Source: an optimization exercise on an open RTL-to-GDS flow (aim: small area, a short achievable clock period and few clock cycles per item). Production flows keep margins and buffers that such runs may drop. In this exercise RTL edits were held to simulation tests only and were not proved equivalent to the original.

==> flow/design.v, too long to show whole: its modules and the start of the top module <==
// module zrf_hdr_dec: 2306 lines
// module x2: 7 lines
module zrf_hdr_dec (
    input  wire         clk,
    input  wire         rst,           
    input  wire         in_valid,
    output wire         in_ready,
    input  wire [146:0] in_bits,       
    input  wire         exp_side,
    input  wire [3:0]   exp_layer,
    input  wire [2:0]   exp_spot,
    input  wire [23:0]  exp_rb,
    input  wire [5:0]   exp_frame,
    input  wire         chk_frame,     
    output reg          out_valid,
    input  wire         out_ready,
    output reg  [63:0]  out_info,      
    output reg  [1:0]   out_nerr,      
    output reg          out_fail,      
    output reg          out_match      
);
  // ...
==> flow/flow/run.sh <==
#!/bin/bash
# The standard layout (the standard.sh, standard synthesis included), with
# two changes: the port buffers that global placement inserts are buf_2 cells
# instead of the default clkdlybuf4s50_1, and timing repair aims for 13.2 ns of
# setup slack at the design's 18 ns clock, so that it also sizes the paths
# that set the achieved period.
set -euo pipefail
bash standard.sh BUFFER_PORTS_ARGS="-buffer_cell sky130_fd_sc_hd__buf_2" SETUP_SLACK_MARGIN=13.2 > standard.log 2>&1
==> flow/standard.sh <==
#!/bin/bash
# synth_recipe.tcl (not shown) runs the flow's synth.tcl, then flattens the netlist and writes it again
# the make line also repeats each setting of config.mk as NAME=value (left out here)
make -C /OpenROAD-flow-scripts/flow DESIGN_CONFIG=/design/flow/config.mk WORK_HOME=/design/flow/orfs CLKGATE_MAP_FILE= SYNTH_SCRIPT=/design/flow/synth_recipe.tcl "${@:-finish}"
==> flow/config.mk <==
export PLATFORM = sky130hd
export DESIGN_NAME = zrf_hdr_dec
export DESIGN_NICKNAME = zrf_hdr_dec
export VERILOG_FILES = /design/flow/design.v
export SDC_FILE = /design/flow/constraint.sdc
export NUM_CORES = 4
export LEC_CHECK = 0
export CAP_MARGIN = 20
export CORE_MARGIN = 2
export CORE_UTILIZATION = 80
export CTS_BUF_LIST = sky130_fd_sc_hd__clkbuf_8 sky130_fd_sc_hd__clkbuf_16
export CTS_CLUSTER_DIAMETER = 100
export CTS_CLUSTER_SIZE = 20
export PLACE_DENSITY = 0.92
export SLEW_MARGIN = 20
export SYNTH_HIERARCHICAL = 1
export SYNTH_MINIMUM_KEEP_SIZE = 0
==> flow/constraint.sdc <==
create_clock -name core_clock -period 18.0 [get_ports {clk}]
set_input_delay 3.6000 -clock core_clock [delete_from_list [all_inputs] [get_ports {clk}]]
set_output_delay 3.6000 -clock core_clock [all_outputs]
set_load 0.01 [all_outputs]
==> reports/results.ini, run 1 <==
[cts]
ctsResizeCount=69
cts-root-buf=clkbuf_16
numCtsBuffers=35
htree_levels=2
clock-sinks=564

[synth]
async_flop_share_pct=0
syn_area_per_cell_sq_um=10.5
yosysTopAreaCell=edfxtp_1
synth_top_area_share_pct=38.5
syn_area_sq_mm=0.0382
synth-adder-area-share_pct=0.423
synth.area.top_cells=edfxtp_1 39%, xor2_1 27%, xnor2_1 10%, dfxtp_1 3.9%, nand2_1 3.5%
synth_compound_area_share_pct=4.66
ys.flop_type=edfxtp_1
synthMuxAreaShare_pct=1.75
synth_top_family_by_area=XOR/XNOR gates
synth_warnings=8
synth_edf_count=490
synthesis.nets=3848
synthSimpleGateAreaFrac_pct=10.5
syn-instance-count=3646
synthTopCellsByCount=1184 x xor2_1, 490 x edfxtp_1, 454 x xnor2_1, 355 x nand2_1, 321 x nor2_1

[floorplanning]
fp.dieW_um=222
rows=80
ios=260
initial_core_util_pct=80.5
die_h_um=222

[placed_design]
post_dp_cell_area_sq_mm=0.0402
post-place-cells=4453
dpl.hpwl_um=81200
pre_cts_ws_ns=11.94

[outcome]
status=stopped before the end
error=[ERROR GRT-0232] Routing congestion too high. Check the congestion heatmap in the GUI.
stop_stage=5_1_grt

[grt]
grt_use_met3_pct=72.1
grt_usage_pct=81.6
grtUsageMet1_pct=79.7
grt_use_met2_pct=94.1
grt_max_degree=93

[timing]
worst_endpoint_kind=output port

Testbench counts, summed over its fixed seeds: cycles 2,432, items 2,400.
==> inputs of run 2 (changes only) <==
--- a/flow/config.mk
+++ b/flow/config.mk
@@ -7,11 +7,11 @@
 export LEC_CHECK = 0
 export CAP_MARGIN = 20
 export CORE_MARGIN = 2
-export CORE_UTILIZATION = 80
+export CORE_UTILIZATION = 70
 export CTS_BUF_LIST = sky130_fd_sc_hd__clkbuf_8 sky130_fd_sc_hd__clkbuf_16
 export CTS_CLUSTER_DIAMETER = 100
-export CTS_CLUSTER_SIZE = 20
-export PLACE_DENSITY = 0.92
+export CTS_CLUSTER_SIZE = 30
+export PLACE_DENSITY = 0.85
 export SLEW_MARGIN = 20
 export SYNTH_HIERARCHICAL = 1
 export SYNTH_MINIMUM_KEEP_SIZE = 0
==> reports/results.ini, run 2 <==
[cts]
tritoncts=built
path_clk_slew_ns=0.11
htree_levels=1  ; was 2
cts_max_path_buffers=3  ; unchanged
insertion_delay_ns=0.60
clock-sinks=564  ; unchanged
cts-root-buf=clkbuf_16  ; unchanged
numCtsBuffers=25  ; was 35

[synth]
syn_area_per_cell_sq_um=10.5  ; unchanged
ys.flop_type=edfxtp_1  ; unchanged
ys_ff_latch=564  ; unchanged
async_flop_share_pct=0  ; unchanged
syn-instance-count=3646  ; unchanged
synthTopCellsByCount=1184 x xor2_1, 490 x edfxtp_1, 454 x xnor2_1, 355 x nand2_1, 321 x nor2_1  ; unchanged
synthesis.nets=3848  ; unchanged
synth_top_area_share_pct=38.5  ; unchanged
yosysSeqAreaShare_pct=42.4  ; unchanged
yosysTopAreaCell=edfxtp_1  ; unchanged
synth.most_common_cell=xor2_1  ; unchanged
synth_edf_count=490  ; unchanged
synth.area.top_cells=edfxtp_1 39%, xor2_1 27%, xnor2_1 10%, dfxtp_1 3.9%, nand2_1 3.5%  ; unchanged
synth_cell_type_count=77  ; unchanged
syn_area_sq_mm=0.0382  ; unchanged
synth_warnings=8  ; unchanged

[timing]
finalHoldViolCount=0
fin_crit_ns=4.82
finalSetupTns_ns=0
final.period_utilization_pct=26.8
maxSlewHeadroom_pct=34.4
max_freq_ghz=0.207
tightest_slew_ns=0.984
finClkSkew_ns=0.0278
rsz0062_at_grt=yes
slew_violations=0
setup_viol=0

[setup_path]
crit_path_start_kind=flip-flop
reg2reg_to=out_match$_DFFE_PP_
crit_arrival_ns=1.22
ff2ff_setup_slack_ns=13.21
critical_path_depth=1
path_delay_family=flip-flops
crit_path_end=out_match
crit_slowest_cell=edfxtp_1
r2r-start=s0_3[3]$_DFFE_PP_
end_kind=output pin
setup.worst_path.start=out_match$_DFFE_PP_
worstSetupPathType=flip-flop to output pin
slowest_delay_ns=0.45
path_max_fanout=1
crit_buf_inv=1
path_cells=buf_2
critPathRequiredTime_ns=14.40
rr_worst_depth=18

[grt]
grt_pass1_vias=25700
grt_overflow=0
grt_usage_pct=36.5
grt_max_degree=195
grt_pass1_wl_um=155000
antenna_found_initial=1

[drt]
drtIter0Drc=3171
vias_per_cell=6.01
postRouteAntennaNets=0
via_count=28100
drc=0
drt_pass1_iterations=6
wl_um=107000
route.detailed.wl_per_inst_um=22.9

[floorplanning]
core_sq_mm=0.0539
ios=260  ; unchanged
initial_core_util_pct=70.8  ; was 80.5%
fp.dieW_um=238  ; was 222 um
die_h_um=238  ; was 222 um
rows=85  ; was 80
die_area_sq_mm=0.0564

[placed_design]
place.gp.congestion=1.05  ; was 1.21
dpl.hpwl_um=78500  ; was 81200 um
post-place-cells=4549  ; was 4453
port_buffers=259  ; unchanged

[final_layout]
layout_common_cells=1132 x xor2_1, 490 x edfxtp_1, 414 x xnor2_1, 355 x nand2_1, 321 x nor2_1
regArea_sq_mm=0.0162
stdcell_count=4674
area_delta_synth_final_pct=12.0
drive_above_1_share_pct=15.0
multiInputGateArea_sq_mm=0.0224
nets=4166
n_fill_cell=3503
layout_commonest_cell=xor2_1
largest_reg_flops=96
top_register=rx1_q

[run]
maxCapViolCount=0

[worst_hold_path]
hp-class=flip-flop to flip-flop

[outcome]
status=no timing/DRC/antenna violations  ; was stopped before the end

run 2: stage by stage:
stage	cell area (sq um)	hold WS [ns]	setup slack (ns)	util, %
3_3_place_gp	40400	0.400	12.09	75.0
4_1_cts	41700	0.416	13.11	77.4
3_5_place_dp	40400	0.405	12.01	75.0
6_report	42800	0.410	13.18	79.3
2_1_floorplan	38300	0.400	11.29	-
5_1_grt	42800	0.410	13.06	79.3
run 2: worst min-delay path by stage:
stage                        startpoint                  end  cells after the start
global route         rx2_q[6]$_DFFE_PP_   rx3_q[6]$_DFFE_PP_                      0
CTS                  rx2_q[6]$_DFFE_PP_   rx3_q[6]$_DFFE_PP_                      0
detailed placement   d2_q[29]$_DFFE_PP_   d3_q[29]$_DFFE_PP_                      0
global placement       chk1_q$_DFFE_PP_     chk2_q$_DFFE_PP_                      0
finish              rx2_q[18]$_DFFE_PP_  rx3_q[18]$_DFFE_PP_                      0
floorplan              chk1_q$_DFFE_PP_     chk2_q$_DFFE_PP_                      0
run 2: layout make-up:
| cell class | count | area share, % |
|---|---|---|
| multi-input combinational | 2954 | 52.5 |
| sequential | 564 | 37.9 |
| timing repair buffer | 397 | 5.65 |
| tap | 696 | 2.04 |
| clock buffer | 25 | 1.46 |
| clock inverter | 15 | 0.322 |
| inverter | 22 | 0.193 |
| antenna | 1 | 0.00585 |
run 2: per-module statistics from Yosys (local to each module, per instance):
module       flops+latches  times used
x2                       0         942
zrf_hdr_dec            564           1
run 2: kinds of logic (layout without fill, tap and decap cells):
| group | Yosys count | in the layout | synth area share, % |
|---|---|---|---|
| other cells | 0 | 1 | 0 |
| xor+xnor | 1661 | 1662 | 38.9 |
| fa+ha+maj | 13 | 13 | 0.423 |
| mux | 59 | 59 | 1.75 |
| buf+inv | 129 | 459 | 1.36 |
| flops | 564 | 564 | 42.4 |
| compound gates | 299 | 299 | 4.66 |
| simple gates | 921 | 921 | 10.5 |
run 2: what timing repair did:
| item | CTS | global route |
|---|---|---|
| resized for setup | 40 | 69 |
| gates cloned | 0 | 1 |
| hold buffers | 0 | 0 |
| endpoints found under the setup margin | 42 | 16 |
| setup buffers | 23 | 60 |
| pin swaps | 6 | 18 |
run 2: layer usage:
layer / vias up / track usage [%] / share of wire (%)
li1: 12700 / - / -
met1: 13400 / 51.7 / 40
met2: 1602 / 58.5 / 46
met3: 329 / 3.73 / 9.2
met4: 0 / 13.9 / 4.9
met5: - / 0 / 0
==> inputs of run 3 (changes only) <==
--- a/flow/config.mk
+++ b/flow/config.mk
@@ -10,7 +10,7 @@
 export CORE_UTILIZATION = 70
 export CTS_BUF_LIST = sky130_fd_sc_hd__clkbuf_8 sky130_fd_sc_hd__clkbuf_16
 export CTS_CLUSTER_DIAMETER = 100
-export CTS_CLUSTER_SIZE = 30
+export CTS_CLUSTER_SIZE = 20
 export PLACE_DENSITY = 0.85
 export SLEW_MARGIN = 20
 export SYNTH_HIERARCHICAL = 1
==> reports/results.ini, run 3 <==
[drt]
route.detailed.wl_per_inst_um=23.0  ; was 22.9 um
postRouteAntennaNets=0  ; unchanged
vias_per_cell=6.00  ; was 6.01
drt_pass1_iterations=5  ; was 6
drc=0  ; unchanged
drtIter0Drc=3110  ; was 3171
wl_um=107000  ; about the same
via_count=28000  ; was 28100

[synth]
synth.most_common_cell=xor2_1  ; unchanged
synth.area.top_cells=edfxtp_1 39%, xor2_1 27%, xnor2_1 10%, dfxtp_1 3.9%, nand2_1 3.5%  ; unchanged
synth_warnings=8  ; unchanged
async_flop_share_pct=0  ; unchanged
syn_area_sq_mm=0.0382  ; unchanged
ys_ff_latch=564  ; unchanged
synthTopCellsByCount=1184 x xor2_1, 490 x edfxtp_1, 454 x xnor2_1, 355 x nand2_1, 321 x nor2_1  ; unchanged
yosysTopAreaCell=edfxtp_1  ; unchanged
ys.flop_type=edfxtp_1  ; unchanged
yosysSeqAreaShare_pct=42.4  ; unchanged
syn-instance-count=3646  ; unchanged
synth_cell_type_count=77  ; unchanged
synthesis.nets=3848  ; unchanged
synth_top_area_share_pct=38.5  ; unchanged
syn_area_per_cell_sq_um=10.5  ; unchanged
synth_edf_count=490  ; unchanged

[final_layout]
largest_reg_flops=96  ; unchanged
regArea_sq_mm=0.0162  ; unchanged
top_register=rx1_q  ; unchanged
layout_common_cells=1134 x xor2_1, 490 x edfxtp_1, 413 x xnor2_1, 355 x nand2_1, 321 x nor2_1  ; was 1132 x xor2_1, 490 x edfxtp_1, 414 x xnor2_1, 355 x nand2_1, 321 x nor2_1
stdcell_count=4667  ; was 4674
layout_commonest_cell=xor2_1  ; unchanged
area_delta_synth_final_pct=12.1  ; was 12.0%
n_fill_cell=3526  ; was 3503
multiInputGateArea_sq_mm=0.0224  ; about the same
drive_above_1_share_pct=14.7  ; was 15.0%
nets=4156  ; was 4166
fin_util_pct=79.4  ; was 79.3%

[floorplanning]
ios=260  ; unchanged
fp.dieW_um=238  ; unchanged
rows=85  ; unchanged
initial_core_util_pct=70.8  ; unchanged
die_area_sq_mm=0.0564  ; unchanged
core_sq_mm=0.0539  ; unchanged
die_h_um=238  ; unchanged

[grt]
grt_usage_pct=37.1  ; was 36.5%
grt_overflow=0  ; unchanged
antenna_found_initial=2  ; was 1
grt_pass1_vias=26100  ; was 25700
grt_pass1_wl_um=157000  ; was 155000 um
grt_max_degree=195  ; unchanged

[worst_hold_path]
hp-class=flip-flop to flip-flop  ; unchanged
hold_depth=0  ; unchanged

[timing]
finClkSkew_ns=0.0299  ; was 0.0278 ns
max_freq_ghz=0.209  ; was 0.207 GHz
final.period_utilization_pct=26.6  ; was 26.8%
fin_crit_ns=4.78  ; was 4.82 ns
slew_violations=0  ; unchanged
finalSetupTns_ns=0  ; unchanged
tightest_slew_ns=0.975  ; was 0.984 ns
finalHoldViolCount=0  ; unchanged
maxSlewHeadroom_pct=35.0  ; was 34.4%
hold_slack_ns=0.411  ; was 0.410 ns
setup_viol=0  ; unchanged
rsz0062_at_grt=yes  ; unchanged

[setup_path]
crit_arrival_ns=1.18  ; was 1.22 ns
critPathRequiredTime_ns=14.40  ; about the same
crit_buf_inv=1  ; unchanged
slowest_delay_ns=0.43  ; was 0.45 ns
path_delay_family=flip-flops  ; unchanged
crit_slowest_cell=edfxtp_1  ; unchanged
rr_worst_depth=15  ; was 18
worstSetupPathType=flip-flop to output pin  ; unchanged
path_max_fanout=1  ; unchanged
path_cells=buf_2  ; unchanged
ff2ff_setup_slack_ns=13.24  ; was 13.21 ns
critical_path_depth=1  ; unchanged
crit_path_start_kind=flip-flop  ; unchanged
end_kind=output pin  ; unchanged

[cts]
cts_hold_buf=0  ; unchanged
insertion_delay_ns=0.58  ; was 0.60 ns
cts-root-buf=clkbuf_16  ; unchanged
tritoncts=built  ; unchanged
numCtsBuffers=35  ; was 25
path_clk_slew_ns=0.09  ; was 0.11 ns
htree_levels=2  ; was 1
clock-sinks=564  ; unchanged
cts_max_path_buffers=3  ; unchanged

[run]
maxCapViolCount=0  ; unchanged

[outcome]
status=no timing/DRC/antenna violations  ; unchanged

[placed_design]
port_buffers=259  ; unchanged
post-place-cells=4549  ; unchanged
place.gp.congestion=1.05  ; unchanged
dpl.hpwl_um=78500  ; unchanged

[run 3: through the flow]
stage	area [sq um]	setup WS, ns
6_report	42800	13.22
5_1_grt	42800	13.03
4_1_cts	42000	13.13
3_5_place_dp	40400	12.01
3_3_place_gp	40400	12.09
2_1_floorplan	38300	11.29
[run 3: final cells by class]
cell class	instances	share of cell area [%]
multi-input cells	2954	52.3
clock buffers	36	2.11
flip-flops and latches	564	37.9
well taps	696	2.03
repair buffers	377	5.21
inverters	22	0.193
clock inverters	17	0.254
diodes	1	0.00585
[run 3: Yosys stat by module, one instance, submodules excluded]
module	cells	cell area (sq um)	copies in the design
x2	1	8.76	942
zrf_hdr_dec	2704	29900	1
[run 3: kinds of logic after synthesis]
| kind of cell | synth area share [%] |
|---|---|
| AOI/OAI and AO/OA | 4.66 |
| xor gates and xnor gates | 38.9 |
| adders and majority gates | 0.423 |
| buffers and inverters | 1.36 |
| DFF | 42.4 |
| muxes | 1.75 |
| and+or+nand+nor | 10.5 |
[run 3: worst paths after layout]
check / from / end
worst max-delay path: out_match$_DFFE_PP_ / out_match
worst min-delay path: rx2_q[12]$_DFFE_PP_ / rx3_q[12]$_DFFE_PP_
worst max register to register: w3_q[5]$_DFFE_PP_ / out_match$_DFFE_PP_
worst min register to register: rx2_q[12]$_DFFE_PP_ / rx3_q[12]$_DFFE_PP_
[run 3: repair_timing]
action / in CTS / in global routing
pin swaps: 7 / 13
gates cloned: 1 / 0
resized for setup: 41 / 62
buffers inserted: 24 / 39
setup endpoints to repair: 40 / 15
[run 3: routing by layer]
layer | up-vias | global-route usage [%] | routed length (um)
met4 | 0 | 14.4 | 4880
met3 | 304 | 4.37 | 9890
met2 | 1604 | 59.5 | 49600
li1 | 12700 | - | -
met5 | - | 0 | 0
met1 | 13400 | 51.9 | 42800
==> inputs of run 4 (changes only) <==
--- a/flow/config.mk
+++ b/flow/config.mk
@@ -8,9 +8,9 @@
 export CAP_MARGIN = 20
 export CORE_MARGIN = 2
 export CORE_UTILIZATION = 70
-export CTS_BUF_LIST = sky130_fd_sc_hd__clkbuf_8 sky130_fd_sc_hd__clkbuf_16
-export CTS_CLUSTER_DIAMETER = 100
-export CTS_CLUSTER_SIZE = 20
+export CTS_BUF_LIST = sky130_fd_sc_hd__clkbuf_4 sky130_fd_sc_hd__clkbuf_8
+export CTS_CLUSTER_DIAMETER = 80
+export CTS_CLUSTER_SIZE = 16
 export PLACE_DENSITY = 0.85
 export SLEW_MARGIN = 20
 export SYNTH_HIERARCHICAL = 1
==> reports/results.ini, run 4 <==
[outcome]
status=no timing/DRC/antenna violations  ; unchanged

[timing]
max_freq_ghz=0.205  ; was 0.209 GHz
final.period_utilization_pct=27.1  ; was 26.6%
finalHoldViolCount=0  ; unchanged
tightest_slew_ns=0.992  ; was 0.975 ns
finalSetupTns_ns=0  ; unchanged
fin_crit_ns=4.87  ; was 4.78 ns
finClkSkew_ns=0.0412  ; was 0.0299 ns
rsz0062_at_grt=yes  ; unchanged
setup_viol=0  ; unchanged
slew_violations=0  ; unchanged
maxSlewHeadroom_pct=33.9  ; was 35.0%
setup_ws_ns=13.13  ; was 13.22 ns

[final_layout]
layout_common_cells=1136 x xor2_1, 490 x edfxtp_1, 418 x xnor2_1, 355 x nand2_1, 321 x nor2_1  ; was 1134 x xor2_1, 490 x edfxtp_1, 413 x xnor2_1, 355 x nand2_1, 321 x nor2_1
stdcell_count=4690  ; was 4667
top_register=rx1_q  ; unchanged
area_delta_synth_final_pct=11.6  ; was 12.1%
largest_reg_flops=96  ; unchanged
drive_above_1_share_pct=15.3  ; was 14.7%
nets=4171  ; was 4156
layout_commonest_cell=xor2_1  ; unchanged

[synth]
synth_cell_type_count=77  ; unchanged
async_flop_share_pct=0  ; unchanged
synth_edf_count=490  ; unchanged
synth.most_common_cell=xor2_1  ; unchanged
syn_area_sq_mm=0.0382  ; unchanged
synth.area.top_cells=edfxtp_1 39%, xor2_1 27%, xnor2_1 10%, dfxtp_1 3.9%, nand2_1 3.5%  ; unchanged
synthTopCellsByCount=1184 x xor2_1, 490 x edfxtp_1, 454 x xnor2_1, 355 x nand2_1, 321 x nor2_1  ; unchanged
synth_top_area_share_pct=38.5  ; unchanged
ys_ff_latch=564  ; unchanged
synthesis.nets=3848  ; unchanged
syn-instance-count=3646  ; unchanged
synth_warnings=8  ; unchanged
syn_area_per_cell_sq_um=10.5  ; unchanged
yosysSeqAreaShare_pct=42.4  ; unchanged
ys.flop_type=edfxtp_1  ; unchanged
yosysTopAreaCell=edfxtp_1  ; unchanged

[setup_path]
path_cells=buf_2  ; unchanged
path_delay_family=flip-flops  ; unchanged
crit_slowest_cell=edfxtp_1  ; unchanged
crit_arrival_ns=1.27  ; was 1.18 ns
crit_buf_inv=1  ; unchanged
ff2ff_setup_slack_ns=13.24  ; about the same
r2r-start=s0_3[3]$_DFFE_PP_  ; was w3_q[5]$_DFFE_PP_
worstSetupPathType=flip-flop to output pin  ; unchanged
end_kind=output pin  ; unchanged
reg2reg_to=out_match$_DFFE_PP_  ; unchanged
rr_worst_depth=16  ; was 15
crit_path_start_kind=flip-flop  ; unchanged
critPathRequiredTime_ns=14.40  ; about the same
path_max_fanout=1  ; unchanged
slowest_delay_ns=0.44  ; was 0.43 ns

[worst_hold_path]
min_delay_worst_endpoint=rx3_q[23]$_DFFE_PP_  ; was rx3_q[12]$_DFFE_PP_
hp-class=flip-flop to flip-flop  ; unchanged
hp-start=rx2_q[23]$_DFFE_PP_  ; was rx2_q[12]$_DFFE_PP_
hold_depth=0  ; unchanged

[grt]
grt_pass1_vias=26000  ; was 26100
grt_usage_pct=36.8  ; was 37.1%
grt_pass1_wl_um=156000  ; was 157000 um
antenna_found_initial=2  ; unchanged
grt_overflow=0  ; unchanged
grt_max_degree=195  ; unchanged

[cts]
path_clk_slew_ns=0.10  ; was 0.09 ns
numCtsBuffers=44  ; was 35
htree_levels=2  ; unchanged
cts-root-buf=clkbuf_8  ; was clkbuf_16
clock-sinks=564  ; unchanged
insertion_delay_ns=0.67  ; was 0.58 ns
cts_hold_buf=0  ; unchanged
tritoncts=built  ; unchanged
cts_max_path_buffers=3  ; unchanged

[run]
maxCapViolCount=0  ; unchanged

[drt]
via_count=27800  ; was 28000
drtIter0Drc=3045  ; was 3110
drc=0  ; unchanged
wl_um=106000  ; was 107000 um
postRouteAntennaNets=0  ; unchanged
vias_per_cell=5.93  ; was 6.00
drt_pass1_iterations=6  ; was 5
route.detailed.wl_per_inst_um=22.6  ; was 23.0 um

[floorplanning]
core_sq_mm=0.0539  ; unchanged
die_area_sq_mm=0.0564  ; unchanged
ios=260  ; unchanged
initial_core_util_pct=70.8  ; unchanged
rows=85  ; unchanged
fp.dieW_um=238  ; unchanged
die_h_um=238  ; unchanged

[placed_design]
port_buffers=259  ; unchanged
dpl.hpwl_um=78500  ; unchanged
post-place-cells=4549  ; unchanged
pre_cts_ws_ns=12.01  ; unchanged
place.gp.congestion=1.05  ; unchanged

-- run 4: cell counts after synthesis --
No cell type changed its count.
-- run 4: worst max-delay path by stage --
stage | start | endpoint | slack, ns | cells after the start
finish | out_match$_DFFE_PP_ | out_match | 13.13 | 1
global route | s0_3[1]$_DFFE_PP_ | out_match$_DFFE_PP_ | 13.04 | 16
CTS | out_match$_DFFE_PP_ | out_match | 13.10 | 1
detailed placement | w3_q[2]$_DFFE_PP_ | out_match$_DFFE_PP_ | 12.01 | 17
global placement | w3_q[2]$_DFFE_PP_ | out_match$_DFFE_PP_ | 12.09 | 17
floorplan | adv_q$_SDFF_PP1_ | in_ready | 11.29 | 0
-- run 4: cell type report --
class,instances,area (sq um)
Sequential cell,564,16200
Clock inverter,9,95.1
Timing Repair Buffer,382,2280
Clock buffer,59,724
Multi-Input combinational cell,2955,22300
Tap cell,696,871
Fill cell,3556,11300
Inverter,22,82.6
Antenna cell,3,7.51
-- run 4: per-stage QoR --
| step | area, sq um | util (%) | hold WS [ns] |
|---|---|---|---|
| floorplan | 38300 | - | 0.400 |
| global route | 42600 | 79.0 | 0.430 |
| CTS | 41800 | 77.5 | 0.416 |
| global placement | 40400 | 75.0 | 0.400 |
| finish | 42600 | 79.0 | 0.410 |
| detailed placement | 40400 | 75.0 | 0.405 |
-- run 4: timing repair --
action                                  in CTS  in global routing
resized for setup                           42                 56
cloned                                       1                  1
setup buffers                               21                 47
pin swaps                                    7                 13
endpoints found under the setup margin      78                 48
-- run 4: routing by layer --
metal	GRT usage, %	share of wire, %
met1	51.5	40
met2	58.7	46
met3	4.48	9.2
met4	14.8	4.5
met5	0	0
-- run 4: logic make-up (layout without fill, tap and decap cells) --
| group | after synthesis | after routing | synth area share, % |
|---|---|---|---|
| simple gates | 921 | 921 | 10.5 |
| fa+ha+maj | 13 | 13 | 0.423 |
| compound gates | 299 | 299 | 4.66 |
| xor+xnor | 1661 | 1663 | 38.9 |
| mux | 59 | 59 | 1.75 |
| flops | 564 | 564 | 42.4 |
| buf+inv | 129 | 472 | 1.36 |
| other cells | 0 | 3 | 0 |
-- run 4: Yosys stat by module, one instance, submodules excluded --
module       area (sq um)  copies in the design
zrf_hdr_dec         29900                     1
x2                   8.76                   942
==> inputs of run 5 (changes only) <==
==> flow/flow/run.sh (replaced) <==
#!/bin/bash
# The standard layout (the standard.sh, standard synthesis included), with
# two changes: the port buffers that global placement inserts are buf_2 cells
# instead of the default clkdlybuf4s50_1, and timing repair aims for 13.3 ns of
# setup slack at the design's 18 ns clock, so that it also sizes the paths
# that set the achieved period.
set -euo pipefail
bash standard.sh BUFFER_PORTS_ARGS="-buffer_cell sky130_fd_sc_hd__buf_2" SETUP_SLACK_MARGIN=13.3 > standard.log 2>&1
==> flow/config.mk (replaced) <==
export PLATFORM = sky130hd
export DESIGN_NAME = zrf_hdr_dec
export DESIGN_NICKNAME = zrf_hdr_dec
export VERILOG_FILES = /design/flow/design.v
export SDC_FILE = /design/flow/constraint.sdc
export NUM_CORES = 4
export LEC_CHECK = 0
export CAP_MARGIN = 20
export CORE_MARGIN = 2
export CORE_UTILIZATION = 60
export CTS_BUF_LIST = sky130_fd_sc_hd__clkbuf_8 sky130_fd_sc_hd__clkbuf_16
export CTS_CLUSTER_DIAMETER = 100
export CTS_CLUSTER_SIZE = 20
export PLACE_DENSITY = 0.75
export SLEW_MARGIN = 20
export SYNTH_HIERARCHICAL = 1
export SYNTH_MINIMUM_KEEP_SIZE = 0
==> reports/results.ini, run 5 <==
[drt]
postRouteAntennaNets=0  ; unchanged
route.detailed.wl_per_inst_um=22.1  ; was 22.6 um
drtIter0Drc=2866  ; was 3045
vias_per_cell=5.58  ; was 5.93
drc=0  ; unchanged
dr_wl_met2_um=49800  ; was 49000 um
wl_um=108000  ; was 106000 um
via_count=27200  ; was 27800
drt_pass1_iterations=6  ; unchanged
met1_length_um=45400  ; was 42500 um
dr.max_layer_used=met4  ; unchanged
met3WireLength_um=8610  ; was 9700 um

[cts]
insertion_delay_ns=0.60  ; was 0.67 ns
cts-root-buf=clkbuf_16  ; was clkbuf_8
cts_max_path_buffers=3  ; unchanged
tritoncts=built  ; unchanged
numCtsBuffers=38  ; was 44
path_clk_slew_ns=0.09  ; was 0.10 ns
htree_levels=2  ; unchanged
clock-sinks=564  ; unchanged

[synth]
async_flop_share_pct=0  ; unchanged
synthTopCellsByCount=1184 x xor2_1, 490 x edfxtp_1, 454 x xnor2_1, 355 x nand2_1, 321 x nor2_1  ; unchanged
synth_edf_count=490  ; unchanged
yosysTopAreaCell=edfxtp_1  ; unchanged
synth_top_area_share_pct=38.5  ; unchanged
synth_warnings=8  ; unchanged
ys_ff_latch=564  ; unchanged
syn_area_sq_mm=0.0382  ; unchanged
syn-instance-count=3646  ; unchanged
syn_area_per_cell_sq_um=10.5  ; unchanged
yosysSeqAreaShare_pct=42.4  ; unchanged
synthesis.nets=3848  ; unchanged
synth_cell_type_count=77  ; unchanged
synth.most_common_cell=xor2_1  ; unchanged
synth.area.top_cells=edfxtp_1 39%, xor2_1 27%, xnor2_1 10%, dfxtp_1 3.9%, nand2_1 3.5%  ; unchanged
ys.flop_type=edfxtp_1  ; unchanged

[final_layout]
layout_common_cells=1116 x xor2_1, 490 x edfxtp_1, 411 x xnor2_1, 355 x nand2_1, 321 x nor2_1  ; was 1136 x xor2_1, 490 x edfxtp_1, 418 x xnor2_1, 355 x nand2_1, 321 x nor2_1
antenna_cells=0  ; was 3
layout_commonest_cell=xor2_1  ; unchanged
nets=4197  ; was 4171
top_register=rx1_q  ; unchanged
n_fill_cell=4812  ; was 3556
regArea_sq_mm=0.0162  ; about the same
multiInputGateArea_sq_mm=0.0226  ; was 0.0223 sq mm
fin_util_pct=69.3  ; was 79.0%
fin_area_sq_mm=0.0437  ; was 0.0426 sq mm
largest_reg_flops=96  ; unchanged
drive_above_1_share_pct=16.3  ; was 15.3%
area_delta_synth_final_pct=14.3  ; was 11.6%

[floorplanning]
initial_core_util_pct=60.7  ; was 70.8%
rows=92  ; was 85
core_sq_mm=0.0630  ; was 0.0539 sq mm
fp.dieW_um=256  ; was 238 um
die_h_um=256  ; was 238 um
ios=260  ; unchanged
die_area_sq_mm=0.0657  ; was 0.0564 sq mm

[timing]
slew_violations=0  ; unchanged
finClkSkew_ns=0.0392  ; was 0.0412 ns
max_freq_ghz=0.207  ; was 0.205 GHz
maxSlewHeadroom_pct=34.0  ; was 33.9%
fin_crit_ns=4.83  ; was 4.87 ns
setup_viol=0  ; unchanged
hold_slack_ns=0.394  ; was 0.410 ns
final.period_utilization_pct=26.8  ; was 27.1%
tightest_slew_ns=0.989  ; was 0.992 ns
rsz0062_at_grt=yes  ; unchanged
finalSetupTns_ns=0  ; unchanged
finalHoldViolCount=0  ; unchanged

[setup_path]
path_delay_family=flip-flops  ; unchanged
end_kind=output pin  ; unchanged
crit_slowest_cell=edfxtp_1  ; unchanged
worstSetupPathType=flip-flop to output pin  ; unchanged
path_cells=buf_2  ; unchanged
crit_buf_inv=1  ; unchanged
critPathRequiredTime_ns=14.40  ; about the same
crit_arrival_ns=1.23  ; was 1.27 ns
slowest_delay_ns=0.45  ; was 0.44 ns
crit_path_start_kind=flip-flop  ; unchanged
path_max_fanout=1  ; unchanged

[placed_design]
dpl.hpwl_um=79600  ; was 78500 um
post_dp_cell_area_sq_mm=0.0406  ; was 0.0404 sq mm
port_buffers=259  ; unchanged
place.gp.congestion=1.02  ; was 1.05

[worst_hold_path]
hp-class=flip-flop to flip-flop  ; unchanged

[grt]
grt_pass1_vias=25600  ; was 26000
grt_usage_pct=31.9  ; was 36.8%
grt_pass1_wl_um=158000  ; was 156000 um
grt_overflow=0  ; unchanged
antenna_found_initial=0  ; was 2
grt_max_degree=178  ; was 195

[outcome]
status=no timing/DRC/antenna violations  ; unchanged

[run]
maxCapViolCount=0  ; unchanged

[run 5: path summary, 6_finish.rpt]
check	startpoint	end	slack (ns)	cells past startpoint
setup / recovery	out_match$_DFFE_PP_	out_match	13.17	1
hold reg to reg	d2_q[10]$_DFFE_PP_	d3_q[10]$_DFFE_PP_	0.39	0
setup reg to reg	w3_q[3]$_DFFE_PP_	out_match$_DFFE_PP_	13.32	16
hold / removal	d2_q[10]$_DFFE_PP_	d3_q[10]$_DFFE_PP_	0.39	0
[run 5: cells by family (layout without fill, tap and decap cells)]
kind of cell | count (synthesis) | after routing | share of synthesized area [%]
mux | 59 | 59 | 1.75
flops | 564 | 564 | 42.4
fa+ha+maj | 13 | 13 | 0.423
xor+xnor | 1661 | 1661 | 38.9
buf+inv | 129 | 499 | 1.36
compound gates | 299 | 299 | 4.66
simple gates | 921 | 921 | 10.5
[run 5: final cells by class]
| class | count | area share [%] |
|---|---|---|
| Sequential cell | 564 | 37.1 |
| Timing Repair Buffer | 416 | 5.87 |
| Clock inverter | 23 | 0.447 |
| Inverter | 22 | 0.189 |
| Multi-Input combinational cell | 2953 | 51.8 |
| Tap cell | 846 | 2.42 |
| Clock buffer | 38 | 2.18 |
[run 5: per-module statistics from Yosys, one instance, submodules excluded]
module       cells inside  flops+latches
zrf_hdr_dec          2704            564
x2                      1              0
[run 5: metrics by stage]
step | worst slack (ns) | cells
floorplan | 11.29 | 3646
global placement | 12.30 | 4694
detailed placement | 12.22 | 4694
CTS | 13.15 | 4787
global route | 13.11 | 4862
finish | 13.17 | 4862
[run 5: repair_timing]
item                                    4_1_cts  5_1_grt
pin swaps                                     6       19
gates resized for setup                      58       72
setup buffers                                32       75
hold buffers                                  0        0
endpoints found under the setup margin      112       85
[run 5: routing by layer]
layer / GRT usage (%) / vias to the layer above
li1: - / 12800
met1: 45.4 / 12900
met5: 0 / -
met2: 51.0 / 1228
met3: 3.94 / 215
met4: 10.1 / 0
==> inputs of run 6 (changes only) <==
==> flow/flow/run.sh (replaced) <==
#!/bin/bash
# The standard layout (the standard.sh, standard synthesis included), with
# two changes: the port buffers that global placement inserts are buf_2 cells
# instead of the default clkdlybuf4s50_1, and timing repair aims for 13.25 ns of
# setup slack at the design's 18 ns clock, so that it also sizes the paths
# that set the achieved period.
set -euo pipefail
bash standard.sh BUFFER_PORTS_ARGS="-buffer_cell sky130_fd_sc_hd__buf_2" SETUP_SLACK_MARGIN=13.25 > standard.log 2>&1
--- a/flow/config.mk
+++ b/flow/config.mk
@@ -7,11 +7,11 @@
 export LEC_CHECK = 0
 export CAP_MARGIN = 20
 export CORE_MARGIN = 2
-export CORE_UTILIZATION = 60
+export CORE_UTILIZATION = 70
 export CTS_BUF_LIST = sky130_fd_sc_hd__clkbuf_8 sky130_fd_sc_hd__clkbuf_16
 export CTS_CLUSTER_DIAMETER = 100
 export CTS_CLUSTER_SIZE = 20
-export PLACE_DENSITY = 0.75
+export PLACE_DENSITY = 0.85
 export SLEW_MARGIN = 20
 export SYNTH_HIERARCHICAL = 1
 export SYNTH_MINIMUM_KEEP_SIZE = 0
==> reports/results.ini, run 6 <==
[outcome]
status=no timing/DRC/antenna violations  ; unchanged

[setup_path]
crit_path_start_kind=flip-flop  ; unchanged
worstSetupPathType=flip-flop to output pin  ; unchanged
path_cells=buf_2  ; unchanged
crit_slowest_cell=edfxtp_1  ; unchanged
crit_arrival_ns=1.19  ; was 1.23 ns
critPathRequiredTime_ns=14.40  ; about the same
path_max_fanout=1  ; unchanged
slowest_delay_ns=0.45  ; about the same
end_kind=output pin  ; unchanged
path_delay_family=flip-flops  ; unchanged
crit_buf_inv=1  ; unchanged

[floorplanning]
die_h_um=238  ; was 256 um
die_area_sq_mm=0.0564  ; was 0.0657 sq mm
initial_core_util_pct=70.8  ; was 60.7%
core_sq_mm=0.0539  ; was 0.0630 sq mm
fp.dieW_um=238  ; was 256 um
ios=260  ; unchanged
rows=85  ; was 92

[synth]
yosysSeqAreaShare_pct=42.4  ; unchanged
synth_cell_type_count=77  ; unchanged
syn-instance-count=3646  ; unchanged
synth_edf_count=490  ; unchanged
yosysTopAreaCell=edfxtp_1  ; unchanged
ys.flop_type=edfxtp_1  ; unchanged
syn_area_per_cell_sq_um=10.5  ; unchanged
async_flop_share_pct=0  ; unchanged
synth_top_area_share_pct=38.5  ; unchanged
synth.most_common_cell=xor2_1  ; unchanged
synthTopCellsByCount=1184 x xor2_1, 490 x edfxtp_1, 454 x xnor2_1, 355 x nand2_1, 321 x nor2_1  ; unchanged
synthesis.nets=3848  ; unchanged
ys_ff_latch=564  ; unchanged
synth.area.top_cells=edfxtp_1 39%, xor2_1 27%, xnor2_1 10%, dfxtp_1 3.9%, nand2_1 3.5%  ; unchanged
synth_warnings=8  ; unchanged
syn_area_sq_mm=0.0382  ; unchanged

[timing]
tightest_slew_ns=1.04  ; was 0.989 ns
rsz0062_at_grt=yes  ; unchanged
finalHoldViolCount=0  ; unchanged
final.period_utilization_pct=26.6  ; was 26.8%
finalSetupTns_ns=0  ; unchanged
fin_crit_ns=4.79  ; was 4.83 ns
maxSlewHeadroom_pct=30.4  ; was 34.0%
finClkSkew_ns=0.0256  ; was 0.0392 ns
setup_viol=0  ; unchanged
max_freq_ghz=0.209  ; was 0.207 GHz
slew_violations=0  ; unchanged
hold_slack_ns=0.415  ; was 0.394 ns

[grt]
grt_pass1_wl_um=161000  ; was 158000 um
grt_usage_pct=38.1  ; was 31.9%
grt_max_degree=107  ; was 178
grt_overflow=0  ; unchanged
grt_pass1_vias=26500  ; was 25600
antenna_found_initial=2  ; was 0

[worst_hold_path]
hp-class=flip-flop to flip-flop  ; unchanged

[cts]
numCtsBuffers=37  ; was 38
htree_levels=2  ; unchanged
tritoncts=built  ; unchanged
insertion_delay_ns=0.58  ; was 0.60 ns
clock-sinks=564  ; unchanged
path_clk_slew_ns=0.08  ; was 0.09 ns
cts-root-buf=clkbuf_16  ; unchanged
cts_max_path_buffers=3  ; unchanged
cts_hold_buf=0  ; unchanged

[final_layout]
stdcell_count=4703  ; was 4862
drive_above_1_share_pct=15.8  ; was 16.3%
largest_reg_flops=96  ; unchanged
n_fill_cell=3291  ; was 4812
top_register=rx1_q  ; unchanged
layout_common_cells=1123 x xor2_1, 490 x edfxtp_1, 410 x xnor2_1, 355 x nand2_1, 321 x nor2_1  ; was 1116 x xor2_1, 490 x edfxtp_1, 411 x xnor2_1, 355 x nand2_1, 321 x nor2_1
nets=4189  ; was 4197
area_delta_synth_final_pct=13.5  ; was 14.3%
antenna_cells=0  ; unchanged
fin_util_pct=80.4  ; was 69.3%
layout_commonest_cell=xor2_1  ; unchanged

[drt]
route.detailed.wl_per_inst_um=23.3  ; was 22.1 um
drtIter0Drc=3017  ; was 2866
via_count=28100  ; was 27200
drc=0  ; unchanged
wl_um=110000  ; was 108000 um
drt_pass1_iterations=8  ; was 6
vias_per_cell=5.96  ; was 5.58
postRouteAntennaNets=0  ; unchanged

[run]
maxCapViolCount=0  ; unchanged

[placed_design]
post-place-cells=4548  ; was 4694
port_buffers=259  ; unchanged
place.gp.congestion=1.02  ; about the same
dpl.hpwl_um=80300  ; was 79600 um

-- run 6: cell counts after synthesis --
Identical to the previous run, type by type.
-- run 6: logic make-up (layout without fill, tap and decap cells) --
group / Yosys count / after routing / share of synthesized area [%]
xor gates and xnor gates: 1661 / 1661 / 38.9
and+or+nand+nor: 921 / 921 / 10.5
DFF: 564 / 564 / 42.4
AOI/OAI and AO/OA: 299 / 299 / 4.66
buffers and inverters: 129 / 490 / 1.36
muxes: 59 / 59 / 1.75
adders and majority gates: 13 / 13 / 0.423
-- run 6: metal layers --
layer,routed length (um),vias to the layer above,GRT usage [%],part of all wire (%)
li1,-,12800,-,-
met1,43800,13400,52.9,40
met2,50800,1522,60.6,46
met3,9710,337,4.73,8.8
met4,5340,4,16.5,4.9
met5,26,-,0,0.024
-- run 6: repair_timing --
action	4_1_cts	5_1_grt
endpoints found under the setup margin	38	19
buffers inserted	28	68
resized for setup	55	71
pin swaps	10	32
-- run 6: modules after synthesis (local to each module, per instance) --
| module | cells inside | flops+latches | times used | area, sq um |
|---|---|---|---|---|
| x2 | 1 | 0 | 942 | 8.76 |
| zrf_hdr_dec | 2704 | 564 | 1 | 29900 |
-- run 6: cell type report --
type	count	area [sq um]	area share, %
clock buffer	38	951	2.19
clock inverter	21	171	0.396
inverter	22	82.6	0.191
multi-input combinational	2953	22600	52.1
sequential	564	16200	37.4
tap	696	871	2.01
timing repair buffer	409	2480	5.73
-- run 6: path summary, 6_finish.rpt --
path                             from                   to  slack (ns)  cells after the start
setup reg to reg  rx1_q[54]$_DFFE_PP_    n2_2[5]$_DFFE_PP_       13.26                     13
hold / removal    rx2_q[10]$_DFFE_PP_  rx3_q[10]$_DFFE_PP_        0.42                      0
hold reg to reg   rx2_q[10]$_DFFE_PP_  rx3_q[10]$_DFFE_PP_        0.42                      0
setup / recovery  out_match$_DFFE_PP_            out_match       13.21                      1
-- run 6: metrics by stage --
| stage | setup slack, ns | area (sq um) |
|---|---|---|
| 2_1_floorplan | 11.29 | 38300 |
| 3_3_place_gp | 12.31 | 40400 |
| 3_5_place_dp | 12.22 | 40400 |
| 4_1_cts | 13.18 | 42200 |
| 5_1_grt | 13.06 | 43300 |
| 6_report | 13.21 | 43300 |
==> inputs of run 7 (changes only) <==
==> flow/run.sh (new file) <==
#!/bin/bash
# synth_recipe.tcl (not shown) runs the flow's synth.tcl, then flattens the netlist and writes it again
# the make line also repeats each setting of config.mk as NAME=value (left out here)
make -C /OpenROAD-flow-scripts/flow DESIGN_CONFIG=/design/flow/config.mk WORK_HOME=/design/flow/orfs CLKGATE_MAP_FILE= SYNTH_SCRIPT=/design/flow/synth_recipe.tcl finish
--- a/flow/config.mk
+++ b/flow/config.mk
@@ -12,6 +12,7 @@
 export CTS_CLUSTER_DIAMETER = 100
 export CTS_CLUSTER_SIZE = 20
 export PLACE_DENSITY = 0.85
+export SETUP_SLACK_MARGIN = 5
 export SLEW_MARGIN = 20
 export SYNTH_HIERARCHICAL = 1
 export SYNTH_MINIMUM_KEEP_SIZE = 0
removed: flow/flow/run.sh
removed: flow/standard.sh
==> reports/results.ini, run 7 <==
[synth]
synthTopCellsByCount=1184 x xor2_1, 490 x edfxtp_1, 454 x xnor2_1, 355 x nand2_1, 321 x nor2_1  ; unchanged
synth_cell_type_count=77  ; unchanged
yosysTopAreaCell=edfxtp_1  ; unchanged
synth_top_area_share_pct=38.5  ; unchanged
syn_area_per_cell_sq_um=10.5  ; unchanged
syn-instance-count=3646  ; unchanged
ys_ff_latch=564  ; unchanged
ys.flop_type=edfxtp_1  ; unchanged
synth.most_common_cell=xor2_1  ; unchanged
synth_edf_count=490  ; unchanged
syn_area_sq_mm=0.0382  ; unchanged
async_flop_share_pct=0  ; unchanged
synthesis.nets=3848  ; unchanged
yosysSeqAreaShare_pct=42.4  ; unchanged
synth.area.top_cells=edfxtp_1 39%, xor2_1 27%, xnor2_1 10%, dfxtp_1 3.9%, nand2_1 3.5%  ; unchanged
synth_warnings=8  ; unchanged

[drt]
drt_pass1_iterations=11  ; was 8
via_count=28400  ; was 28100
wl_um=113000  ; was 110000 um
route.detailed.wl_per_inst_um=24.7  ; was 23.3 um
drtIter0Drc=3599  ; was 3017
postRouteAntennaNets=0  ; unchanged
drc=0  ; unchanged
vias_per_cell=6.18  ; was 5.96

[cts]
cts_max_path_buffers=3  ; unchanged
cts-root-buf=clkbuf_16  ; unchanged
path_clk_slew_ns=0.08  ; about the same
insertion_delay_ns=0.59  ; was 0.58 ns
cts_hold_buf=0  ; unchanged
ctsResizeCount=0  ; was 55
numCtsBuffers=35  ; was 37
tritoncts=built  ; unchanged
cts_setup_buffers=0  ; was 28
htree_levels=2  ; unchanged
clock-sinks=564  ; unchanged

[grt]
grt_usage_pct=40.0  ; was 38.1%
grt_max_degree=93  ; was 107
grt_pass1_vias=27800  ; was 26500
antenna_found_initial=4  ; was 2
grt_pass1_wl_um=169000  ; was 161000 um
grt_overflow=0  ; unchanged

[setup_path]
crit_path_start_kind=flip-flop  ; unchanged
worstSetupPathType=flip-flop to flip-flop  ; was flip-flop to output pin
path_max_fanout=11  ; was 1
path_cells=xnor2_1, nor2_1, xor2_1, xnor2_1, xnor2_1, xnor2_1, xor2_1, xor2_1, xor2_1, xor2_1, xnor2_1, a221o_1, a221oi_1, nand4_1, nor4b_2, nand4_1, o31ai_1  ; was buf_2
critPathRequiredTime_ns=18.38  ; was 14.40 ns
crit_buf_inv=0  ; was 1
end_kind=flip-flop  ; was output pin
slowest_delay_ns=0.86  ; was 0.45 ns
crit_slowest_cell=xnor2_1  ; was edfxtp_1
crit_arrival_ns=7.06  ; was 1.19 ns
path_delay_family=XOR/XNOR gates  ; was flip-flops

[outcome]
status=no timing/DRC/antenna violations  ; unchanged

[floorplanning]
rows=85  ; unchanged
fp.dieW_um=238  ; unchanged
die_h_um=238  ; unchanged
die_area_sq_mm=0.0564  ; unchanged
core_sq_mm=0.0539  ; unchanged
ios=260  ; unchanged
initial_core_util_pct=70.8  ; unchanged

[final_layout]
area_delta_synth_final_pct=11.6  ; was 13.5%
largest_reg_flops=96  ; unchanged
n_fill_cell=3199  ; was 3291
stdcell_count=4601  ; was 4703
fin_area_sq_mm=0.0426  ; was 0.0433 sq mm
layout_common_cells=1183 x xor2_1, 490 x edfxtp_1, 454 x xnor2_1, 355 x nand2_1, 321 x nor2_1  ; was 1123 x xor2_1, 490 x edfxtp_1, 410 x xnor2_1, 355 x nand2_1, 321 x nor2_1
top_register=rx1_q  ; unchanged
drive_above_1_share_pct=4.18  ; was 15.8%
nets=4089  ; was 4189
layout_commonest_cell=xor2_1  ; unchanged

[timing]
finalSetupTns_ns=0  ; unchanged
tightest_slew_ns=1.09  ; was 1.04 ns
rsz0062_at_grt=no  ; was yes
hold_slack_ns=0.413  ; was 0.415 ns
setup_viol=0  ; unchanged
finClkSkew_ns=0.0281  ; was 0.0256 ns
fin_crit_ns=6.68  ; was 4.79 ns
final.period_utilization_pct=37.1  ; was 26.6%
max_freq_ghz=0.150  ; was 0.209 GHz
slew_violations=0  ; unchanged
maxSlewHeadroom_pct=26.7  ; was 30.4%
finalHoldViolCount=0  ; unchanged

[placed_design]
dpl.hpwl_um=84800  ; was 80300 um
place.gp.congestion=1.07  ; was 1.02
port_buffers=259  ; unchanged
post-place-cells=4546  ; was 4548
post_dp_cell_area_sq_mm=0.0416  ; was 0.0404 sq mm

[run]
maxCapViolCount=0  ; unchanged

[worst_hold_path]
hp-class=flip-flop to flip-flop  ; unchanged

run 7: path summary, 6_finish.rpt:
path	startpoint	end	slack, ns	cells after the start
min reg2reg	rx2_q[38]$_DFFE_PP_	rx3_q[38]$_DFFE_PP_	0.41	0
max	w3_q[2]$_DFFE_PP_	out_match$_DFFE_PP_	11.32	17
min	rx2_q[38]$_DFFE_PP_	rx3_q[38]$_DFFE_PP_	0.41	0
max reg2reg	w3_q[2]$_DFFE_PP_	out_match$_DFFE_PP_	11.32	17
run 7: kinds of logic after synthesis:
| kind of cell | share of synthesized area (%) |
|---|---|
| AO/OA/AOI/OAI | 4.66 |
| XOR/XNOR | 38.9 |
| adder cells (fa/ha/maj) | 0.423 |
| multiplexers | 1.75 |
| AND/OR/NAND/NOR | 10.5 |
| flip-flops | 42.4 |
| buffers and inverters | 1.36 |
run 7: per-layer routing:
metal	up-vias	part of all wire, %	wire length [um]	global-route usage (%)
li1	12600	-	-	-
met5	-	0.011	13	0
met2	1902	47	53400	66.6
met1	13500	38	43100	52.1
met3	410	10	11500	6.58
met4	2	4.8	5460	16.5
run 7: final cells by class:
cell class	instances	area, sq um	area share (%)
Antenna cell	1	2.50	0.00587
Clock buffer	35	876	2.05
Clock inverter	19	123	0.288
Inverter	22	82.6	0.194
Multi-Input combinational cell	2953	21500	50.4
Sequential cell	564	16200	38.0
Tap cell	696	871	2.04
Timing Repair Buffer	311	2980	7.00
run 7: per-stage QoR:
| stage | utilization (%) | worst slack [ns] |
|---|---|---|
| final | 79.0 | 11.32 |
| after global placement | 77.2 | 11.56 |
| after floorplan | - | 9.17 |
| after CTS | 79.0 | 11.45 |
| after detailed placement | 77.2 | 11.45 |
| after global routing | 79.0 | 10.95 |
run 7: worst register-to-register path: stages (launching register included):
cell and delay (ns):
edfxtp_1 0.58, xnor2_1 0.83, nor2_1 0.14, xor2_1 0.19
xnor2_1 0.20, xnor2_1 0.12, xnor2_1 0.86, xor2_1 0.79
xor2_1 0.37, xor2_1 0.63, xor2_1 0.17, xnor2_1 0.21
a221o_1 0.39, a221oi_1 0.21, nand4_1 0.14, nor4b_2 0.29
nand4_1 0.11, o31ai_1 0.27
run 7: modules after synthesis, one instance, submodules excluded:
module | times used | flip-flops and latches | cells inside | cell area (sq um)
zrf_hdr_dec | 1 | 564 | 2704 | 29900
x2 | 942 | 0 | 1 | 8.76
==> inputs of run 8 (changes only) <==
==> flow/flow/run.sh (new file) <==
#!/bin/bash
# The standard layout (the standard.sh, standard synthesis included), with
# three changes: the port buffers that global placement inserts are buf_2
# cells instead of the default clkdlybuf4s50_1; timing repair aims for 13.2 ns
# of setup slack at the design's 18 ns clock, so that it also sizes the paths
# that set the achieved period; and after global routing the cells on the 30%
# of paths with the most slack are downsized (ORFS's RECOVER_POWER step).
set -euo pipefail
bash standard.sh BUFFER_PORTS_ARGS="-buffer_cell sky130_fd_sc_hd__buf_2" SETUP_SLACK_MARGIN=13.2 RECOVER_POWER=30 > standard.log 2>&1
==> flow/standard.sh (new file) <==
#!/bin/bash
# synth_recipe.tcl (not shown) runs the flow's synth.tcl, then flattens the netlist and writes it again
# the make line also repeats each setting of config.mk as NAME=value (left out here)
make -C /OpenROAD-flow-scripts/flow DESIGN_CONFIG=/design/flow/config.mk WORK_HOME=/design/flow/orfs CLKGATE_MAP_FILE= SYNTH_SCRIPT=/design/flow/synth_recipe.tcl "${@:-finish}"
--- a/flow/config.mk
+++ b/flow/config.mk
@@ -12,7 +12,6 @@
 export CTS_CLUSTER_DIAMETER = 100
 export CTS_CLUSTER_SIZE = 20
 export PLACE_DENSITY = 0.85
-export SETUP_SLACK_MARGIN = 5
 export SLEW_MARGIN = 20
 export SYNTH_HIERARCHICAL = 1
 export SYNTH_MINIMUM_KEEP_SIZE = 0
removed: flow/run.sh
==> reports/results.ini, run 8 <==
[setup_path]
end_kind=flip-flop  ; unchanged
crit_slowest_cell=clkbuf_1  ; was xnor2_1
crit_arrival_ns=7.27  ; was 7.06 ns
worstSetupPathType=flip-flop to flip-flop  ; unchanged
path_cells=clkbuf_1, clkbuf_1, clkbuf_1, a31oi_1, a211o_1  ; was xnor2_1, nor2_1, xor2_1, xnor2_1, xnor2_1, xnor2_1, xor2_1, xor2_1, xor2_1, xor2_1, xnor2_1, a221o_1, a221oi_1, nand4_1, nor4b_2, nand4_1, o31ai_1
rr_worst_depth=5  ; was 17
path_max_fanout=60  ; was 11
ff2ff_setup_slack_ns=11.17  ; was 11.32 ns
reg2reg_to=adv_q$_SDFF_PP1_  ; was out_match$_DFFE_PP_
r2r-start=adv_q$_SDFF_PP1_  ; was w3_q[2]$_DFFE_PP_
crit_path_start_kind=flip-flop  ; unchanged
critPathMostFrequentCell=clkbuf_1
slowest_delay_ns=2.53  ; was 0.86 ns
critPathRequiredTime_ns=18.44  ; was 18.38 ns

[cts]
cts_max_path_buffers=3  ; unchanged
numCtsBuffers=35  ; unchanged
clock-sinks=564  ; unchanged
cts_hold_buf=0  ; unchanged
insertion_delay_ns=0.58  ; was 0.59 ns
htree_levels=2  ; unchanged
cts-root-buf=clkbuf_16  ; unchanged
path_clk_slew_ns=0.09  ; was 0.08 ns
tritoncts=built  ; unchanged

[floorplanning]
core_sq_mm=0.0539  ; unchanged
die_area_sq_mm=0.0564  ; unchanged
fp.dieW_um=238  ; unchanged
ios=260  ; unchanged
initial_core_util_pct=70.8  ; unchanged
die_h_um=238  ; unchanged
rows=85  ; unchanged

[synth]
ys_ff_latch=564  ; unchanged
ys.flop_type=edfxtp_1  ; unchanged
synth_top_area_share_pct=38.5  ; unchanged
synth.most_common_cell=xor2_1  ; unchanged
yosysTopAreaCell=edfxtp_1  ; unchanged
synth.area.top_cells=edfxtp_1 39%, xor2_1 27%, xnor2_1 10%, dfxtp_1 3.9%, nand2_1 3.5%  ; unchanged
synthesis.nets=3848  ; unchanged
syn_area_sq_mm=0.0382  ; unchanged
synth_cell_type_count=77  ; unchanged
syn-instance-count=3646  ; unchanged
synth_edf_count=490  ; unchanged
synth_warnings=8  ; unchanged
yosysSeqAreaShare_pct=42.4  ; unchanged
synthTopCellsByCount=1184 x xor2_1, 490 x edfxtp_1, 454 x xnor2_1, 355 x nand2_1, 321 x nor2_1  ; unchanged
syn_area_per_cell_sq_um=10.5  ; unchanged
async_flop_share_pct=0  ; unchanged

[grt]
grt_overflow=0  ; unchanged
grt_pass1_vias=26100  ; was 27800
grt_usage_pct=37.1  ; was 40.0%
grt_max_degree=195  ; was 93
grt_pass1_wl_um=157000  ; was 169000 um
antenna_found_initial=2  ; was 4

[timing]
tightest_slew_ns=3.41  ; was 1.09 ns
fin_crit_ns=6.83  ; was 6.68 ns
final.period_utilization_pct=38.0  ; was 37.1%
maxSlewHeadroom_pct=-128  ; was 26.7%
slew_violations=126  ; was 0
hold_slack_ns=0.409  ; was 0.413 ns
setup_viol=0  ; unchanged
setup_ws_ns=11.17  ; was 11.32 ns
finClkSkew_ns=0.0303  ; was 0.0281 ns
rsz0062_at_grt=yes  ; was no
finalSetupTns_ns=0  ; unchanged
max_freq_ghz=0.146  ; was 0.150 GHz
finalHoldViolCount=0  ; unchanged

[drt]
via_count=27900  ; was 28400
vias_per_cell=5.98  ; was 6.18
drc=0  ; unchanged
drt_pass1_iterations=6  ; was 11
route.detailed.wl_per_inst_um=23.0  ; was 24.7 um
drtIter0Drc=3244  ; was 3599
postRouteAntennaNets=0  ; unchanged
wl_um=107000  ; was 113000 um

[final_layout]
top_register=rx1_q  ; unchanged
layout_common_cells=1135 x xor2_1, 490 x edfxtp_1, 413 x xnor2_1, 355 x nand2_1, 321 x nor2_1  ; was 1183 x xor2_1, 490 x edfxtp_1, 454 x xnor2_1, 355 x nand2_1, 321 x nor2_1
fin_util_pct=79.2  ; was 79.0%
largest_reg_flops=96  ; unchanged
nets=4156  ; was 4089
area_delta_synth_final_pct=11.8  ; was 11.6%
drive_above_1_share_pct=14.3  ; was 4.18%
layout_commonest_cell=xor2_1  ; unchanged
n_fill_cell=3547  ; was 3199

[placed_design]
port_buffers=259  ; unchanged
dpl.hpwl_um=78500  ; was 84800 um
pre_cts_ws_ns=12.01  ; was 11.45 ns
place.gp.congestion=1.05  ; was 1.07

[worst_hold_path]
hp-start=rx2_q[12]$_DFFE_PP_  ; was rx2_q[38]$_DFFE_PP_
min_delay_worst_endpoint=rx3_q[12]$_DFFE_PP_  ; was rx3_q[38]$_DFFE_PP_
hold_depth=0  ; unchanged
hp-class=flip-flop to flip-flop  ; unchanged

[outcome]
failed_checks=capacitance limit, slew limit
status=finished with violations  ; was no timing/DRC/antenna violations

[run]
maxCapViolCount=3  ; was 0

[run 8: cell counts after synthesis]
No cell type changed its count.
[run 8: through the flow]
step / area (sq um) / std cells
2_1_floorplan: 38300 / 3646
3_3_place_gp: 40400 / 4549
3_5_place_dp: 40400 / 4549
4_1_cts: 42000 / 4627
5_1_grt: 42700 / 4667
6_report: 42700 / 4667
[run 8: layout make-up]
cell class | instances | area [sq um] | area share [%]
Multi-Input combinational cell | 2954 | 22400 | 52.4
Sequential cell | 564 | 16200 | 37.9
Timing Repair Buffer | 377 | 2160 | 5.05
Clock buffer | 36 | 901 | 2.11
Tap cell | 696 | 871 | 2.04
Clock inverter | 17 | 109 | 0.255
Inverter | 22 | 82.6 | 0.193
Antenna cell | 1 | 2.50 | 0.00586
[run 8: how the worst max path moves through the flow]
stage                            from             endpoint  slack (ns)  cells past startpoint
finish               adv_q$_SDFF_PP1_     adv_q$_SDFF_PP1_       11.17                      5
global route         adv_q$_SDFF_PP1_  sk_valid$_SDFF_PP0_       10.71                      6
floorplan            adv_q$_SDFF_PP1_             in_ready       11.29                      0
global placement    w3_q[2]$_DFFE_PP_  out_match$_DFFE_PP_       12.09                     17
CTS                 w3_q[3]$_DFFE_PP_  out_match$_DFFE_PP_       13.13                     18
detailed placement  w3_q[2]$_DFFE_PP_  out_match$_DFFE_PP_       12.01                     17
[run 8: cell families after synthesis]
group                    share of synthesized area, %
AO/OA/AOI/OAI                                    4.66
multiplexers                                     1.75
adder cells (fa/ha/maj)                         0.423
XOR/XNOR                                         38.9
buffers and inverters                            1.36
AND/OR/NAND/NOR                                  10.5
flip-flops                                       42.4
[run 8: per-layer routing]
layer  share of wire (%)  track usage [%]  vias to the layer above  routed length [um]
li1                    -                -                    12700                   -
met1                  40             51.9                    13300               43200
met2                  46             59.5                     1555               49400
met3                 9.0             4.37                      307                9640
met4                 4.6             14.4                        0                4880
met5                   0                0                        -                   0
[run 8: critical path: cells and delay by family, from the launching register on]
kind                   cells  cell delay, ns
buffers and inverters      3            5.44
DFF                        1            0.54
AOI/OAI and AO/OA          2            0.69
[run 8: repair_timing]
action / in CTS / in global routing
pin swaps: 7 / 13
resized for setup: 41 / 62
cloned: 1 / 0
hold endpoints to repair: 0 / 0
setup buffers: 24 / 39
setup endpoints to repair: 40 / 15
[run 8: per-module statistics from Yosys (local to each module, per instance)]
module	copies in the design	cells	cell area, sq um	flip-flops and latches
zrf_hdr_dec	1	2704	29900	564
x2	942	1	8.76	0

static timing again, ports no longer ideal:
No port has a modelled driver above. Below, the same layouts with a new extraction and two added sets of constraints. Step 1, drivers: a clkbuf_16 drives clk and a buf_2 each remaining input, both assumed. Step 2 adds t to the input delays and takes it off the output delays; t is the mean of the earliest and latest rising clock arrival at the registers after step 1. Input paths then give back, and output paths get back, about the clock's delay inside the block. a / b / c = no drivers / after step 1 / after step 2; a / b = the first two.
run | t (ns) | slack for setup (ns) | worst data-port slew with drivers (ns)
run 2 | 0.647 | 13.177 / 13.118 / 13.149 | 0.06
run 3 | 0.621 | 13.219 / 13.160 / 13.137 | 0.07
run 4 | 0.699 | 13.127 / 13.073 / 13.136 | 0.06
run 5 | 0.641 | 13.172 / 13.113 / 13.152 | 0.06
run 6 | 0.638 | 13.206 / 13.139 / 13.083 | 0.06
run 7 | 0.645 | 11.320 / 11.320 / 11.320 | 0.06
run 8 | 0.621 | 11.166 / 11.166 / 11.166 | 0.06
The setup slack of run 6, which loses most, moves by -0.067 ns with the drivers and by -0.123 ns with both steps.
